This is an optimization exercise on Yosys and OpenROAD, whose aim is small area, a short achievable clock period and few clock cycles, not a production implementation. Only simulation tests tie the RTL to the original design; equivalence was not proved.

## design/flow/config.mk

```make
export PLATFORM = sky130hd
export DESIGN_NAME = press_aes
export DESIGN_NICKNAME = press_aes
export VERILOG_FILES = /design/flow/design.v
export SDC_FILE = /design/flow/constraint.sdc
export NUM_CORES = 8
export LEC_CHECK = 0
export CAP_MARGIN = 20
export CORE_MARGIN = 2
export CORE_UTILIZATION = 30
export PLACE_DENSITY = 0.4
export SLEW_MARGIN = 20
```

## design/flow/constraint.sdc

```tcl
create_clock -name core_clock -period 12.0 [get_ports {clk}]
set_input_delay 2.4000 -clock core_clock [delete_from_list [all_inputs] [get_ports {clk}]]
set_output_delay 2.4000 -clock core_clock [all_outputs]
set_load 0.01 [all_outputs]
```

## design/flow/design.v

```verilog
module aes_sbox (
    input  wire [7:0] a,
    output reg  [7:0] y
);
    always @(*) begin
        case (a)
            8'h00: y = 8'h63;
            8'h01: y = 8'h7c;
            8'h02: y = 8'h77;
            8'h03: y = 8'h7b;
            8'h04: y = 8'hf2;
            8'h05: y = 8'h6b;
            8'h06: y = 8'h6f;
            8'h07: y = 8'hc5;
            8'h08: y = 8'h30;
            8'h09: y = 8'h01;
            8'h0a: y = 8'h67;
            8'h0b: y = 8'h2b;
            8'h0c: y = 8'hfe;
            8'h0d: y = 8'hd7;
            8'h0e: y = 8'hab;
            8'h0f: y = 8'h76;
            8'h10: y = 8'hca;
            8'h11: y = 8'h82;
            8'h12: y = 8'hc9;
            8'h13: y = 8'h7d;
            8'h14: y = 8'hfa;
            8'h15: y = 8'h59;
            8'h16: y = 8'h47;
            8'h17: y = 8'hf0;
            8'h18: y = 8'had;
            8'h19: y = 8'hd4;
            8'h1a: y = 8'ha2;
            8'h1b: y = 8'haf;
            8'h1c: y = 8'h9c;
            8'h1d: y = 8'ha4;
            8'h1e: y = 8'h72;
            8'h1f: y = 8'hc0;
            8'h20: y = 8'hb7;
            8'h21: y = 8'hfd;
            8'h22: y = 8'h93;
            8'h23: y = 8'h26;
            8'h24: y = 8'h36;
            8'h25: y = 8'h3f;
            8'h26: y = 8'hf7;
            8'h27: y = 8'hcc;
            8'h28: y = 8'h34;
            8'h29: y = 8'ha5;
            8'h2a: y = 8'he5;
            8'h2b: y = 8'hf1;
            8'h2c: y = 8'h71;
            8'h2d: y = 8'hd8;
            8'h2e: y = 8'h31;
            8'h2f: y = 8'h15;
            8'h30: y = 8'h04;
            8'h31: y = 8'hc7;
            8'h32: y = 8'h23;
            8'h33: y = 8'hc3;
            8'h34: y = 8'h18;
            8'h35: y = 8'h96;
            8'h36: y = 8'h05;
            8'h37: y = 8'h9a;
            8'h38: y = 8'h07;
            8'h39: y = 8'h12;
            8'h3a: y = 8'h80;
            8'h3b: y = 8'he2;
            8'h3c: y = 8'heb;
            8'h3d: y = 8'h27;
            8'h3e: y = 8'hb2;
            8'h3f: y = 8'h75;
            8'h40: y = 8'h09;
            8'h41: y = 8'h83;
            8'h42: y = 8'h2c;
            8'h43: y = 8'h1a;
            8'h44: y = 8'h1b;
            8'h45: y = 8'h6e;
            8'h46: y = 8'h5a;
            8'h47: y = 8'ha0;
            8'h48: y = 8'h52;
            8'h49: y = 8'h3b;
            8'h4a: y = 8'hd6;
            8'h4b: y = 8'hb3;
            8'h4c: y = 8'h29;
            8'h4d: y = 8'he3;
            8'h4e: y = 8'h2f;
            8'h4f: y = 8'h84;
            8'h50: y = 8'h53;
            8'h51: y = 8'hd1;
            8'h52: y = 8'h00;
            8'h53: y = 8'hed;
            8'h54: y = 8'h20;
            8'h55: y = 8'hfc;
            8'h56: y = 8'hb1;
            8'h57: y = 8'h5b;
            8'h58: y = 8'h6a;
            8'h59: y = 8'hcb;
            8'h5a: y = 8'hbe;
            8'h5b: y = 8'h39;
            8'h5c: y = 8'h4a;
            8'h5d: y = 8'h4c;
            8'h5e: y = 8'h58;
            8'h5f: y = 8'hcf;
            8'h60: y = 8'hd0;
            8'h61: y = 8'hef;
            8'h62: y = 8'haa;
            8'h63: y = 8'hfb;
            8'h64: y = 8'h43;
            8'h65: y = 8'h4d;
            8'h66: y = 8'h33;
            8'h67: y = 8'h85;
            8'h68: y = 8'h45;
            8'h69: y = 8'hf9;
            8'h6a: y = 8'h02;
            8'h6b: y = 8'h7f;
            8'h6c: y = 8'h50;
            8'h6d: y = 8'h3c;
            8'h6e: y = 8'h9f;
            8'h6f: y = 8'ha8;
            8'h70: y = 8'h51;
            8'h71: y = 8'ha3;
            8'h72: y = 8'h40;
            8'h73: y = 8'h8f;
            8'h74: y = 8'h92;
            8'h75: y = 8'h9d;
            8'h76: y = 8'h38;
            8'h77: y = 8'hf5;
            8'h78: y = 8'hbc;
            8'h79: y = 8'hb6;
            8'h7a: y = 8'hda;
            8'h7b: y = 8'h21;
            8'h7c: y = 8'h10;
            8'h7d: y = 8'hff;
            8'h7e: y = 8'hf3;
            8'h7f: y = 8'hd2;
            8'h80: y = 8'hcd;
            8'h81: y = 8'h0c;
            8'h82: y = 8'h13;
            8'h83: y = 8'hec;
            8'h84: y = 8'h5f;
            8'h85: y = 8'h97;
            8'h86: y = 8'h44;
            8'h87: y = 8'h17;
            8'h88: y = 8'hc4;
            8'h89: y = 8'ha7;
            8'h8a: y = 8'h7e;
            8'h8b: y = 8'h3d;
            8'h8c: y = 8'h64;
            8'h8d: y = 8'h5d;
            8'h8e: y = 8'h19;
            8'h8f: y = 8'h73;
            8'h90: y = 8'h60;
            8'h91: y = 8'h81;
            8'h92: y = 8'h4f;
            8'h93: y = 8'hdc;
            8'h94: y = 8'h22;
            8'h95: y = 8'h2a;
            8'h96: y = 8'h90;
            8'h97: y = 8'h88;
            8'h98: y = 8'h46;
            8'h99: y = 8'hee;
            8'h9a: y = 8'hb8;
            8'h9b: y = 8'h14;
            8'h9c: y = 8'hde;
            8'h9d: y = 8'h5e;
            8'h9e: y = 8'h0b;
            8'h9f: y = 8'hdb;
            8'ha0: y = 8'he0;
            8'ha1: y = 8'h32;
            8'ha2: y = 8'h3a;
            8'ha3: y = 8'h0a;
            8'ha4: y = 8'h49;
            8'ha5: y = 8'h06;
            8'ha6: y = 8'h24;
            8'ha7: y = 8'h5c;
            8'ha8: y = 8'hc2;
            8'ha9: y = 8'hd3;
            8'haa: y = 8'hac;
            8'hab: y = 8'h62;
            8'hac: y = 8'h91;
            8'had: y = 8'h95;
            8'hae: y = 8'he4;
            8'haf: y = 8'h79;
            8'hb0: y = 8'he7;
            8'hb1: y = 8'hc8;
            8'hb2: y = 8'h37;
            8'hb3: y = 8'h6d;
            8'hb4: y = 8'h8d;
            8'hb5: y = 8'hd5;
            8'hb6: y = 8'h4e;
            8'hb7: y = 8'ha9;
            8'hb8: y = 8'h6c;
            8'hb9: y = 8'h56;
            8'hba: y = 8'hf4;
            8'hbb: y = 8'hea;
            8'hbc: y = 8'h65;
            8'hbd: y = 8'h7a;
            8'hbe: y = 8'hae;
            8'hbf: y = 8'h08;
            8'hc0: y = 8'hba;
            8'hc1: y = 8'h78;
            8'hc2: y = 8'h25;
            8'hc3: y = 8'h2e;
            8'hc4: y = 8'h1c;
            8'hc5: y = 8'ha6;
            8'hc6: y = 8'hb4;
            8'hc7: y = 8'hc6;
            8'hc8: y = 8'he8;
            8'hc9: y = 8'hdd;
            8'hca: y = 8'h74;
            8'hcb: y = 8'h1f;
            8'hcc: y = 8'h4b;
            8'hcd: y = 8'hbd;
            8'hce: y = 8'h8b;
            8'hcf: y = 8'h8a;
            8'hd0: y = 8'h70;
            8'hd1: y = 8'h3e;
            8'hd2: y = 8'hb5;
            8'hd3: y = 8'h66;
            8'hd4: y = 8'h48;
            8'hd5: y = 8'h03;
            8'hd6: y = 8'hf6;
            8'hd7: y = 8'h0e;
            8'hd8: y = 8'h61;
            8'hd9: y = 8'h35;
            8'hda: y = 8'h57;
            8'hdb: y = 8'hb9;
            8'hdc: y = 8'h86;
            8'hdd: y = 8'hc1;
            8'hde: y = 8'h1d;
            8'hdf: y = 8'h9e;
            8'he0: y = 8'he1;
            8'he1: y = 8'hf8;
            8'he2: y = 8'h98;
            8'he3: y = 8'h11;
            8'he4: y = 8'h69;
            8'he5: y = 8'hd9;
            8'he6: y = 8'h8e;
            8'he7: y = 8'h94;
            8'he8: y = 8'h9b;
            8'he9: y = 8'h1e;
            8'hea: y = 8'h87;
            8'heb: y = 8'he9;
            8'hec: y = 8'hce;
            8'hed: y = 8'h55;
            8'hee: y = 8'h28;
            8'hef: y = 8'hdf;
            8'hf0: y = 8'h8c;
            8'hf1: y = 8'ha1;
            8'hf2: y = 8'h89;
            8'hf3: y = 8'h0d;
            8'hf4: y = 8'hbf;
            8'hf5: y = 8'he6;
            8'hf6: y = 8'h42;
            8'hf7: y = 8'h68;
            8'hf8: y = 8'h41;
            8'hf9: y = 8'h99;
            8'hfa: y = 8'h2d;
            8'hfb: y = 8'h0f;
            8'hfc: y = 8'hb0;
            8'hfd: y = 8'h54;
            8'hfe: y = 8'hbb;
            8'hff: y = 8'h16;
            default: y = 8'h00;
        endcase
    end
endmodule
module aes_inv_sbox (
    input  wire [7:0] a,
    output reg  [7:0] y
);
    always @(*) begin
        case (a)
            8'h00: y = 8'h52;
            8'h01: y = 8'h09;
            8'h02: y = 8'h6a;
            8'h03: y = 8'hd5;
            8'h04: y = 8'h30;
            8'h05: y = 8'h36;
            8'h06: y = 8'ha5;
            8'h07: y = 8'h38;
            8'h08: y = 8'hbf;
            8'h09: y = 8'h40;
            8'h0a: y = 8'ha3;
            8'h0b: y = 8'h9e;
            8'h0c: y = 8'h81;
            8'h0d: y = 8'hf3;
            8'h0e: y = 8'hd7;
            8'h0f: y = 8'hfb;
            8'h10: y = 8'h7c;
            8'h11: y = 8'he3;
            8'h12: y = 8'h39;
            8'h13: y = 8'h82;
            8'h14: y = 8'h9b;
            8'h15: y = 8'h2f;
            8'h16: y = 8'hff;
            8'h17: y = 8'h87;
            8'h18: y = 8'h34;
            8'h19: y = 8'h8e;
            8'h1a: y = 8'h43;
            8'h1b: y = 8'h44;
            8'h1c: y = 8'hc4;
            8'h1d: y = 8'hde;
            8'h1e: y = 8'he9;
            8'h1f: y = 8'hcb;
            8'h20: y = 8'h54;
            8'h21: y = 8'h7b;
            8'h22: y = 8'h94;
            8'h23: y = 8'h32;
            8'h24: y = 8'ha6;
            8'h25: y = 8'hc2;
            8'h26: y = 8'h23;
            8'h27: y = 8'h3d;
            8'h28: y = 8'hee;
            8'h29: y = 8'h4c;
            8'h2a: y = 8'h95;
            8'h2b: y = 8'h0b;
            8'h2c: y = 8'h42;
            8'h2d: y = 8'hfa;
            8'h2e: y = 8'hc3;
            8'h2f: y = 8'h4e;
            8'h30: y = 8'h08;
            8'h31: y = 8'h2e;
            8'h32: y = 8'ha1;
            8'h33: y = 8'h66;
            8'h34: y = 8'h28;
            8'h35: y = 8'hd9;
            8'h36: y = 8'h24;
            8'h37: y = 8'hb2;
            8'h38: y = 8'h76;
            8'h39: y = 8'h5b;
            8'h3a: y = 8'ha2;
            8'h3b: y = 8'h49;
            8'h3c: y = 8'h6d;
            8'h3d: y = 8'h8b;
            8'h3e: y = 8'hd1;
            8'h3f: y = 8'h25;
            8'h40: y = 8'h72;
            8'h41: y = 8'hf8;
            8'h42: y = 8'hf6;
            8'h43: y = 8'h64;
            8'h44: y = 8'h86;
            8'h45: y = 8'h68;
            8'h46: y = 8'h98;
            8'h47: y = 8'h16;
            8'h48: y = 8'hd4;
            8'h49: y = 8'ha4;
            8'h4a: y = 8'h5c;
            8'h4b: y = 8'hcc;
            8'h4c: y = 8'h5d;
            8'h4d: y = 8'h65;
            8'h4e: y = 8'hb6;
            8'h4f: y = 8'h92;
            8'h50: y = 8'h6c;
            8'h51: y = 8'h70;
            8'h52: y = 8'h48;
            8'h53: y = 8'h50;
            8'h54: y = 8'hfd;
            8'h55: y = 8'hed;
            8'h56: y = 8'hb9;
            8'h57: y = 8'hda;
            8'h58: y = 8'h5e;
            8'h59: y = 8'h15;
            8'h5a: y = 8'h46;
            8'h5b: y = 8'h57;
            8'h5c: y = 8'ha7;
            8'h5d: y = 8'h8d;
            8'h5e: y = 8'h9d;
            8'h5f: y = 8'h84;
            8'h60: y = 8'h90;
            8'h61: y = 8'hd8;
            8'h62: y = 8'hab;
            8'h63: y = 8'h00;
            8'h64: y = 8'h8c;
            8'h65: y = 8'hbc;
            8'h66: y = 8'hd3;
            8'h67: y = 8'h0a;
            8'h68: y = 8'hf7;
            8'h69: y = 8'he4;
            8'h6a: y = 8'h58;
            8'h6b: y = 8'h05;
            8'h6c: y = 8'hb8;
            8'h6d: y = 8'hb3;
            8'h6e: y = 8'h45;
            8'h6f: y = 8'h06;
            8'h70: y = 8'hd0;
            8'h71: y = 8'h2c;
            8'h72: y = 8'h1e;
            8'h73: y = 8'h8f;
            8'h74: y = 8'hca;
            8'h75: y = 8'h3f;
            8'h76: y = 8'h0f;
            8'h77: y = 8'h02;
            8'h78: y = 8'hc1;
            8'h79: y = 8'haf;
            8'h7a: y = 8'hbd;
            8'h7b: y = 8'h03;
            8'h7c: y = 8'h01;
            8'h7d: y = 8'h13;
            8'h7e: y = 8'h8a;
            8'h7f: y = 8'h6b;
            8'h80: y = 8'h3a;
            8'h81: y = 8'h91;
            8'h82: y = 8'h11;
            8'h83: y = 8'h41;
            8'h84: y = 8'h4f;
            8'h85: y = 8'h67;
            8'h86: y = 8'hdc;
            8'h87: y = 8'hea;
            8'h88: y = 8'h97;
            8'h89: y = 8'hf2;
            8'h8a: y = 8'hcf;
            8'h8b: y = 8'hce;
            8'h8c: y = 8'hf0;
            8'h8d: y = 8'hb4;
            8'h8e: y = 8'he6;
            8'h8f: y = 8'h73;
            8'h90: y = 8'h96;
            8'h91: y = 8'hac;
            8'h92: y = 8'h74;
            8'h93: y = 8'h22;
            8'h94: y = 8'he7;
            8'h95: y = 8'had;
            8'h96: y = 8'h35;
            8'h97: y = 8'h85;
            8'h98: y = 8'he2;
            8'h99: y = 8'hf9;
            8'h9a: y = 8'h37;
            8'h9b: y = 8'he8;
            8'h9c: y = 8'h1c;
            8'h9d: y = 8'h75;
            8'h9e: y = 8'hdf;
            8'h9f: y = 8'h6e;
            8'ha0: y = 8'h47;
            8'ha1: y = 8'hf1;
            8'ha2: y = 8'h1a;
            8'ha3: y = 8'h71;
            8'ha4: y = 8'h1d;
            8'ha5: y = 8'h29;
            8'ha6: y = 8'hc5;
            8'ha7: y = 8'h89;
            8'ha8: y = 8'h6f;
            8'ha9: y = 8'hb7;
            8'haa: y = 8'h62;
            8'hab: y = 8'h0e;
            8'hac: y = 8'haa;
            8'had: y = 8'h18;
            8'hae: y = 8'hbe;
            8'haf: y = 8'h1b;
            8'hb0: y = 8'hfc;
            8'hb1: y = 8'h56;
            8'hb2: y = 8'h3e;
            8'hb3: y = 8'h4b;
            8'hb4: y = 8'hc6;
            8'hb5: y = 8'hd2;
            8'hb6: y = 8'h79;
            8'hb7: y = 8'h20;
            8'hb8: y = 8'h9a;
            8'hb9: y = 8'hdb;
            8'hba: y = 8'hc0;
            8'hbb: y = 8'hfe;
            8'hbc: y = 8'h78;
            8'hbd: y = 8'hcd;
            8'hbe: y = 8'h5a;
            8'hbf: y = 8'hf4;
            8'hc0: y = 8'h1f;
            8'hc1: y = 8'hdd;
            8'hc2: y = 8'ha8;
            8'hc3: y = 8'h33;
            8'hc4: y = 8'h88;
            8'hc5: y = 8'h07;
            8'hc6: y = 8'hc7;
            8'hc7: y = 8'h31;
            8'hc8: y = 8'hb1;
            8'hc9: y = 8'h12;
            8'hca: y = 8'h10;
            8'hcb: y = 8'h59;
            8'hcc: y = 8'h27;
            8'hcd: y = 8'h80;
            8'hce: y = 8'hec;
            8'hcf: y = 8'h5f;
            8'hd0: y = 8'h60;
            8'hd1: y = 8'h51;
            8'hd2: y = 8'h7f;
            8'hd3: y = 8'ha9;
            8'hd4: y = 8'h19;
            8'hd5: y = 8'hb5;
            8'hd6: y = 8'h4a;
            8'hd7: y = 8'h0d;
            8'hd8: y = 8'h2d;
            8'hd9: y = 8'he5;
            8'hda: y = 8'h7a;
            8'hdb: y = 8'h9f;
            8'hdc: y = 8'h93;
            8'hdd: y = 8'hc9;
            8'hde: y = 8'h9c;
            8'hdf: y = 8'hef;
            8'he0: y = 8'ha0;
            8'he1: y = 8'he0;
            8'he2: y = 8'h3b;
            8'he3: y = 8'h4d;
            8'he4: y = 8'hae;
            8'he5: y = 8'h2a;
            8'he6: y = 8'hf5;
            8'he7: y = 8'hb0;
            8'he8: y = 8'hc8;
            8'he9: y = 8'heb;
            8'hea: y = 8'hbb;
            8'heb: y = 8'h3c;
            8'hec: y = 8'h83;
            8'hed: y = 8'h53;
            8'hee: y = 8'h99;
            8'hef: y = 8'h61;
            8'hf0: y = 8'h17;
            8'hf1: y = 8'h2b;
            8'hf2: y = 8'h04;
            8'hf3: y = 8'h7e;
            8'hf4: y = 8'hba;
            8'hf5: y = 8'h77;
            8'hf6: y = 8'hd6;
            8'hf7: y = 8'h26;
            8'hf8: y = 8'he1;
            8'hf9: y = 8'h69;
            8'hfa: y = 8'h14;
            8'hfb: y = 8'h63;
            8'hfc: y = 8'h55;
            8'hfd: y = 8'h21;
            8'hfe: y = 8'h0c;
            8'hff: y = 8'h7d;
            default: y = 8'h00;
        endcase
    end
endmodule
module aes_mixcol (
    input  wire [31:0] a,
    output wire [31:0] y
);
    function [7:0] xt;
        input [7:0] b;
        xt = {b[6:0], 1'b0} ^ (b[7] ? 8'h1b : 8'h00);
    endfunction
    wire [7:0] a0 = a[7:0];
    wire [7:0] a1 = a[15:8];
    wire [7:0] a2 = a[23:16];
    wire [7:0] a3 = a[31:24];
    assign y[7:0]   = xt(a0) ^ (xt(a1) ^ a1) ^ a2 ^ a3;
    assign y[15:8]  = a0 ^ xt(a1) ^ (xt(a2) ^ a2) ^ a3;
    assign y[23:16] = a0 ^ a1 ^ xt(a2) ^ (xt(a3) ^ a3);
    assign y[31:24] = (xt(a0) ^ a0) ^ a1 ^ a2 ^ xt(a3);
endmodule
module aes_inv_mixcol (
    input  wire [31:0] a,
    output wire [31:0] y
);
    function [7:0] xt;
        input [7:0] b;
        xt = {b[6:0], 1'b0} ^ (b[7] ? 8'h1b : 8'h00);
    endfunction
    function [7:0] m9;
        input [7:0] b;
        m9 = xt(xt(xt(b))) ^ b;
    endfunction
    function [7:0] mb;
        input [7:0] b;
        mb = xt(xt(xt(b))) ^ xt(b) ^ b;
    endfunction
    function [7:0] md;
        input [7:0] b;
        md = xt(xt(xt(b))) ^ xt(xt(b)) ^ b;
    endfunction
    function [7:0] me;
        input [7:0] b;
        me = xt(xt(xt(b))) ^ xt(xt(b)) ^ xt(b);
    endfunction
    wire [7:0] a0 = a[7:0];
    wire [7:0] a1 = a[15:8];
    wire [7:0] a2 = a[23:16];
    wire [7:0] a3 = a[31:24];
    assign y[7:0]   = me(a0) ^ mb(a1) ^ md(a2) ^ m9(a3);
    assign y[15:8]  = m9(a0) ^ me(a1) ^ mb(a2) ^ md(a3);
    assign y[23:16] = md(a0) ^ m9(a1) ^ me(a2) ^ mb(a3);
    assign y[31:24] = mb(a0) ^ md(a1) ^ m9(a2) ^ me(a3);
endmodule
module press_aes (
    input  wire         clk,
    input  wire         rst,         
    input  wire         key_valid,
    output wire         key_ready,
    input  wire [1:0]   key_len,     
    input  wire [255:0] key,
    input  wire         in_valid,
    output wire         in_ready,
    input  wire         in_dec,      
    input  wire [127:0] in_data,
    output wire         out_valid,
    input  wire         out_ready,
    output wire [127:0] out_data
);
    reg        key_ok;       
    reg        kexp;         
    reg        busy;         
    reg        done;         
    reg [3:0]  nr;           
    reg [3:0]  rnd;          
    reg        dec;          
    reg [127:0] state;
    wire idle = !kexp && !busy && !done;
    assign key_ready = idle;
    assign in_ready  = idle && key_ok;
    assign out_valid = done;
    assign out_data  = state;
    wire key_go = key_valid && key_ready;
    wire blk_go = in_valid && in_ready;
    reg [1919:0] rk;         
    reg [31:0]   kw [0:7];   
    reg [5:0]    ki;         
    reg [5:0]    kend;       
    reg [2:0]    kc;         
    reg [3:0]    nk;         
    reg [7:0]    rcon;
    wire [31:0] prev = kw[0];
    wire [31:0] back = kw[nk[2:0] - 3'd1];
    wire [31:0] sw_in = (kc == 3'd0) ? {prev[7:0], prev[31:8]} : prev;
    wire [31:0] sw_out;
    aes_sbox u_ks0 (.a(sw_in[7:0]),   .y(sw_out[7:0]));
    aes_sbox u_ks1 (.a(sw_in[15:8]),  .y(sw_out[15:8]));
    aes_sbox u_ks2 (.a(sw_in[23:16]), .y(sw_out[23:16]));
    aes_sbox u_ks3 (.a(sw_in[31:24]), .y(sw_out[31:24]));
    reg [31:0] temp;
    always @(*) begin
        if (kc == 3'd0)
            temp = sw_out ^ {24'd0, rcon};
        else if (nk == 4'd8 && kc == 3'd4)
            temp = sw_out;
        else
            temp = prev;
    end
    wire [31:0] wnew = back ^ temp;
    wire [3:0] nk_in = (key_len == 2'd0) ? 4'd4 : (key_len == 2'd1) ? 4'd6 : 4'd8;
    wire [3:0] nr_in = (key_len == 2'd0) ? 4'd10 : (key_len == 2'd1) ? 4'd12 : 4'd14;
    integer j;
    always @(posedge clk) begin
        if (key_go) begin
            nk   <= nk_in;
            nr   <= nr_in;
            ki   <= {2'b00, nk_in};
            kend <= {nr_in, 2'b00} + 6'd4;
            kc   <= 3'd0;
            rcon <= 8'h01;
            for (j = 0; j < 8; j = j + 1) begin
                if (j < nk_in)
                    kw[j] <= key[32*(nk_in-1-j) +: 32];
                else
                    kw[j] <= 32'd0;
                if (j < nk_in)
                    rk[32*j +: 32] <= key[32*j +: 32];
            end
        end else if (kexp) begin
            for (j = 0; j < 60; j = j + 1)
                if (ki == j)
                    rk[32*j +: 32] <= wnew;
            kw[0] <= wnew;
            for (j = 1; j < 8; j = j + 1)
                kw[j] <= kw[j-1];
            ki <= ki + 6'd1;
            if (kc == nk[2:0] - 3'd1 || (nk == 4'd8 && kc == 3'd7)) begin
                kc <= 3'd0;
            end else begin
                kc <= kc + 3'd1;
            end
            if (kc == 3'd0)
                rcon <= {rcon[6:0], 1'b0} ^ (rcon[7] ? 8'h1b : 8'h00);
        end
    end
    always @(posedge clk) begin
        if (rst)
            kexp <= 1'b0;
        else if (key_go)
            kexp <= 1'b1;
        else if (kexp && ki == kend - 6'd1)
            kexp <= 1'b0;
    end
    always @(posedge clk) begin
        if (rst)
            key_ok <= 1'b0;
        else if (key_go)
            key_ok <= 1'b1;
    end
    reg [3:0] rsel;
    always @(*) begin
        if (!busy)
            rsel = in_dec ? nr : 4'd0;
        else
            rsel = dec ? (nr - rnd) : rnd;
    end
    wire [127:0] rkey = rk[128*rsel +: 128];
    wire last = (rnd == nr);
    wire [127:0] e_sb, e_sr, e_mc;
    wire [127:0] d_sr, d_sb, d_ak, d_mc;
    genvar g;
    generate
        for (g = 0; g < 16; g = g + 1) begin : g_sbox
            aes_sbox     u_sb  (.a(state[8*g +: 8]), .y(e_sb[8*g +: 8]));
            aes_inv_sbox u_isb (.a(d_sr[8*g +: 8]),  .y(d_sb[8*g +: 8]));
        end
        for (g = 0; g < 16; g = g + 1) begin : g_shift
            assign e_sr[8*g +: 8] = e_sb[8*((4*(((g/4) + (g%4)) % 4) + (g%4))) +: 8];
            assign d_sr[8*g +: 8] = state[8*((4*(((g/4) + 4 - (g%4)) % 4) + (g%4))) +: 8];
        end
        for (g = 0; g < 4; g = g + 1) begin : g_mix
            aes_mixcol     u_mc  (.a(e_sr[32*g +: 32]), .y(e_mc[32*g +: 32]));
            aes_inv_mixcol u_imc (.a(d_ak[32*g +: 32]), .y(d_mc[32*g +: 32]));
        end
    endgenerate
    assign d_ak = d_sb ^ rkey;
    wire [127:0] enc_next = (last ? e_sr : e_mc) ^ rkey;
    wire [127:0] dec_next = last ? d_ak : d_mc;
    always @(posedge clk) begin
        if (blk_go) begin
            state <= in_data ^ rkey;
            dec   <= in_dec;
        end else if (busy) begin
            state <= dec ? dec_next : enc_next;
        end
    end
    always @(posedge clk) begin
        if (rst) begin
            busy <= 1'b0;
            done <= 1'b0;
            rnd  <= 4'd0;
        end else if (blk_go) begin
            busy <= 1'b1;
            rnd  <= 4'd1;
        end else if (busy) begin
            rnd <= rnd + 4'd1;
            if (last) begin
                busy <= 1'b0;
                done <= 1'b1;
            end
        end else if (done && out_ready) begin
            done <= 1'b0;
        end
    end
endmodule
```

## design/flow/run.sh

```bash
#!/bin/bash
# synth_recipe.tcl (not shown) runs the flow's synth.tcl, then flattens the netlist and writes it again
# the make line also repeats each setting of config.mk as NAME=value (left out here)
make -C /OpenROAD-flow-scripts/flow DESIGN_CONFIG=/design/flow/config.mk WORK_HOME=/design/flow/orfs CLKGATE_MAP_FILE= SYNTH_SCRIPT=/design/flow/synth_recipe.tcl finish
```

==> flow_summary.json <==
{
  "synth-async-reset-ratio_pct": 0,
  "dr_total_vias": 280000,
  "cts_root_buffer": "sky130_fd_sc_hd__clkbuf_16",
  "arrival_ns": 11.91,
  "grt_setup_unrepaired": "false",
  "yosys.area_share.simple_pct": 18.0,
  "ys_warn_count": 7,
  "routed_wirelength_mm": 1860,
  "syn-cell-area_mm2": 0.238,
  "routed_antenna_nets": 0,
  "reg2reg_to": "g_mix[1].u_mc.a1[5]",
  "whs_endpoint": "key_ok",
  "final-setup-viol-count": 0,
  "timing.final.crit_share_pct": 91.1,
  "drt-met1-wl_mm": 717,
  "worst_hold_path.num_cells": 2,
  "synth_top_family_by_area": "compound AO/OA/AOI/OAI gates",
  "layout.nets": 29900,
  "clkSlewWorstSetupHoldPaths_ns": 0.07,
  "yosys_most_used_dff": "sky130_fd_sc_hd__edfxtp_1",
  "bufs_on_longest_clock_path": 4,
  "startpoint_type": "register",
  "synth_compound_gate_area_share_pct": 29.5,
  "final.setup.tns_ns": 0,
  "rrSetupSlack_ns": 1.07,
  "cts-hold-fix-buffers": 0,
  "slew_violations": 0,
  "design.portCount": 523,
  "port_buffers": 522,
  "holdCritStartpoint": "key_ok",
  "drt_drc_violations_left": 0,
  "worst_path_largest_cell_delay_ns": 0.91,
  "cp_data_required_time_ns": 12.98,
  "library_cell_occupying_the_most_area_in_the_post_synthesis_netlist": "sky130_fd_sc_hd__edfxtp_1",
  "synth.area.mux_share_pct": 5.08,
  "synth-adder-area-share_pct": 2.29,
  "met2_wirelength_mm": 755,
  "clk_latency_ns": 1.18,
  "cts_made_buffers": 337,
  "timing.slew.headroom_pct": 6.35,
  "grt_antenna_before_repair": 162,
  "min-delay-path-class": "reg2reg",
  "synthDistinctLibCells": 158,
  "fmax_mhz": 91.5,
  "cts-htree-levels": 5,
  "grt_max_degree": 180,
  "tightest_slew_ns": 1.40,
  "run_status": "complete, no violations",
  "gpl.final_weighted_congestion": 1.08,
  "rr_startpoint": "kend[3]",
  "clkSinkCount": 2591,
  "routedWlPerCell_um": 46.5,
  "list_of_most_frequent_post_synthesis_cells": "sky130_fd_sc_hd__nand2_1, sky130_fd_sc_hd__nor2_1, sky130_fd_sc_hd__o21ai_0, sky130_fd_sc_hd__a21oi_1, sky130_fd_sc_hd__edfxtp_1",
  "area_share_of_the_largest_cell_type_after_synthesis_pct": 29.2,
  "worst-setup-path-type": "reg2reg",
  "detail_route.vias_per_cell": 6.99,
  "cpMaxStageDelayCell": "sky130_fd_sc_hd__xor2_2",
  "via_count_of_the_first_global_routing_pass": 256000,
  "drtIter0Drc": 51100,
  "post_synth_xor_area_fraction_pct": 7.49,
  "synth-edff-count": 2314,
  "place.detailed.hpwl_mm": 1370,
  "finClkSkew_ns": 0.230,
  "number_of_synthesized_register_bits": 2591,
  "core_area_mm2": 0.792,
  "crit_path_frequent_cell": "sky130_fd_sc_hd__buf_4",
  "largest_cells_by_area_after_synthesis": "sky130_fd_sc_hd__edfxtp_1, sky130_fd_sc_hd__nand2_1, sky130_fd_sc_hd__o21ai_0",
  "die_area_mm2": 0.801,
  "yosysMostFrequentCell": "sky130_fd_sc_hd__nand2_1",
  "global_route_wire_length_before_repair_mm": 2450,
  "cp_cell_sequence": "buf_4 > ha_1 > nor2b_1 > o211ai_1 > o211ai_4 > buf_12 > buf_4 > a31oi_1 > nand3_1 > xor2_2 > xor3_1 > xnor3_1 > o21ai_0 > o221ai_2 > buf_4 > ha_1 > nand2_1 > a21oi_1 > a211oi_1 > a31oi_1 > o22ai_1 > a21oi_1 > and3_1",
  "rr_worst_depth": 23,
  "synth_area_per_cell_um2": 8.22,
  "floorplan.die.width_um": 895,
  "initial_core_utilization_pct": 30.1,
  "dieHeight_um": 895,
  "synth_sequential_area_ratio_pct": 31.5,
  "synth_nets": 29800,
  "report.final.hold_viol_count": 0,
  "critical_path_peak_fanout": 32,
  "drive_above_1_share_pct": 12.8,
  "wl_met3_mm": 239,
  "top_layer_used": "met5",
  "grt-ovfl-total": 0,
  "grt_use_total_pct": 44.0,
  "period_minus_slack_ns": 10.93,
  "critPathCaptureType": "register",
  "fillers": 83600,
  "drt-pass1-iter-count": 10,
  "maxCapViolations": 0,
  "layout.cells.non_filler": 40000,
  "post_cts.resized_instances": 0,
  "placed_cells": 39300,
  "postSynthCellCount": 29000,
  "cts_tree": "done",
  "fp-row-count": 327,
  "cts_post_setup_buffers_inserted": 0,
  "area_growth_pct": 15.5
}
cell families (layout without fill, tap and decap cells):
group / count (synthesis) / count (layout)
muxes: 862 / 862
adders and majority gates: 435 / 435
other: 0 / 136
buffers and inverters: 3050 / 3445
AOI/OAI and AO/OA: 10700 / 10700
DFF: 2591 / 2591
xor gates and xnor gates: 1615 / 1615
and+or+nand+nor: 9744 / 9744
how the worst max path moves through the flow:
stage	startpoint	endpoint	slack (ns)
3_3_place_gp	in_dec	g_sbox[12].u_isb.y[1]	0.25
3_5_place_dp	in_dec	g_sbox[11].u_isb.y[5]	0.50
4_1_cts	kend[3]	g_mix[1].u_mc.a1[5]	1.49
6_report	kend[3]	g_mix[1].u_mc.a1[5]	1.07
5_1_grt	kend[3]	g_sbox[7].u_isb.y[3]	1.10
2_1_floorplan	busy	ki[0]	3.02
placed cells by master, fill, tap and decap left out, types with 164 or more instances in the layout:
| cell | count |
|---|---|
| sky130_fd_sc_hd__a211oi_1 | 565 |
| sky130_fd_sc_hd__a21o_1 | 192 |
| sky130_fd_sc_hd__a21oi_1 | 2526 |
| sky130_fd_sc_hd__a221oi_1 | 416 |
| sky130_fd_sc_hd__a311oi_1 | 350 |
| sky130_fd_sc_hd__a31oi_1 | 712 |
| sky130_fd_sc_hd__and2_1 | 180 |
| sky130_fd_sc_hd__and3_1 | 199 |
| sky130_fd_sc_hd__buf_4 | 2021 |
| sky130_fd_sc_hd__clkbuf_16 | 340 |
| sky130_fd_sc_hd__clkdlybuf4s50_1 | 518 |
| sky130_fd_sc_hd__dfxtp_1 | 268 |
| sky130_fd_sc_hd__edfxtp_1 | 2314 |
| sky130_fd_sc_hd__ha_1 | 429 |
| sky130_fd_sc_hd__mux2i_1 | 457 |
| sky130_fd_sc_hd__mux4_2 | 232 |
| sky130_fd_sc_hd__nand2_1 | 3699 |
| sky130_fd_sc_hd__nand2b_1 | 164 |
| sky130_fd_sc_hd__nand3_1 | 941 |
| sky130_fd_sc_hd__nor2_1 | 2716 |
| sky130_fd_sc_hd__nor3_1 | 864 |
| sky130_fd_sc_hd__o211ai_1 | 509 |
| sky130_fd_sc_hd__o21ai_0 | 2526 |
| sky130_fd_sc_hd__o221ai_1 | 249 |
| sky130_fd_sc_hd__o22ai_1 | 332 |
| sky130_fd_sc_hd__o311ai_0 | 315 |
| sky130_fd_sc_hd__o31ai_1 | 207 |
| sky130_fd_sc_hd__xnor2_1 | 920 |
| sky130_fd_sc_hd__xnor3_1 | 165 |
| sky130_fd_sc_hd__xor2_1 | 365 |
state kept, by name, summed over array words and instances, names as in the netlist, 3 cells and up:
| register | count |
|---|---|
| rk | 1920 |
| kw | 256 |
| g_sbox.u_isb.y | 128 |
| state | 128 |
| g_mix.u_mc.a0 | 32 |
| g_mix.u_mc.a1 | 32 |
| g_mix.u_mc.a2 | 32 |
| g_mix.u_mc.a3 | 32 |
| rcon | 8 |
| ki | 6 |
| rnd | 4 |
| kc | 3 |
| nk | 3 |
critical path: cells and delay by family, from the launching register on:
| family | cells | cell delay, ns |
|---|---|---|
| and+or+nand+nor | 4 | 1.83 |
| xor gates and xnor gates | 3 | 1.88 |
| adders and majority gates | 2 | 1.09 |
| buffers and inverters | 4 | 1.64 |
| DFF | 1 | 0.44 |
| AOI/OAI and AO/OA | 10 | 3.77 |
routing by layer:
layer	up-vias	global-route usage [%]
met2	23300	63.2
met1	141000	56.7
met4	98	27.6
li1	111000	-
met3	4997	14.7
met5	-	0
metrics by stage:
| stage | setup slack, ns | util [%] | instance area, um^2 | hold WS (ns) |
|---|---|---|---|---|
| 2_1_floorplan | 3.02 | - | 238000 | 0.432 |
| 3_3_place_gp | 0.246 | 33.2 | 263000 | 0.444 |
| 3_5_place_dp | 0.503 | 33.3 | 263000 | 0.462 |
| 4_1_cts | 1.49 | 34.7 | 275000 | 0.477 |
| 5_1_grt | 1.10 | 34.7 | 275000 | 0.518 |
| 6_report | 1.07 | 34.7 | 275000 | 0.467 |
layout make-up:
cell class | count | area, um^2 | share of cell area [%]
Timing Repair Buffer | 2663 | 22800 | 8.29
Tap cell | 10500 | 13200 | 4.79
Inverter | 175 | 704 | 0.256
Clock buffer | 414 | 8880 | 3.23
Clock inverter | 193 | 2260 | 0.820
Sequential cell | 2591 | 75000 | 27.3
Multi-Input combinational cell | 23300 | 152000 | 55.2
Antenna cell | 136 | 340 | 0.124
Testbench counts, summed over its fixed seeds: cycles 35,878.

==> what the ideal ports hide <==
The flow's constraints put no driver on any port. The routed layout listed below was extracted and timed again, unchanged, in two steps. Step 1 (the two cells are an assumption about what drives the block):
set clk [get_ports {clk}]
set_driving_cell -lib_cell sky130_fd_sc_hd__clkbuf_16 $clk
set_driving_cell -lib_cell sky130_fd_sc_hd__buf_2 [delete_from_list [all_inputs] $clk]
Step 2 adds t to the input delays and takes it off the output delays; t is the mean of the earliest and latest rising clock arrival at the registers after step 1. Input paths then give back, and output paths get back, about the clock's delay inside the block. a / b / c = no drivers / after step 1 / after step 2; a / b = the first two.
shift t [ns]: 1.225
setup WS [ns]: 1.068 / 1.026 / -0.199
worst hold slack (ns): 0.467 / 0.467 / 0.467
worst register clock-pin slew, ns: 0.08 / 0.08
With both steps, setup timing fails in this run, where it was met with ideal ports. For this run, drivers alone change the setup slack by -0.042 ns; drivers and shift together by -1.267 ns.
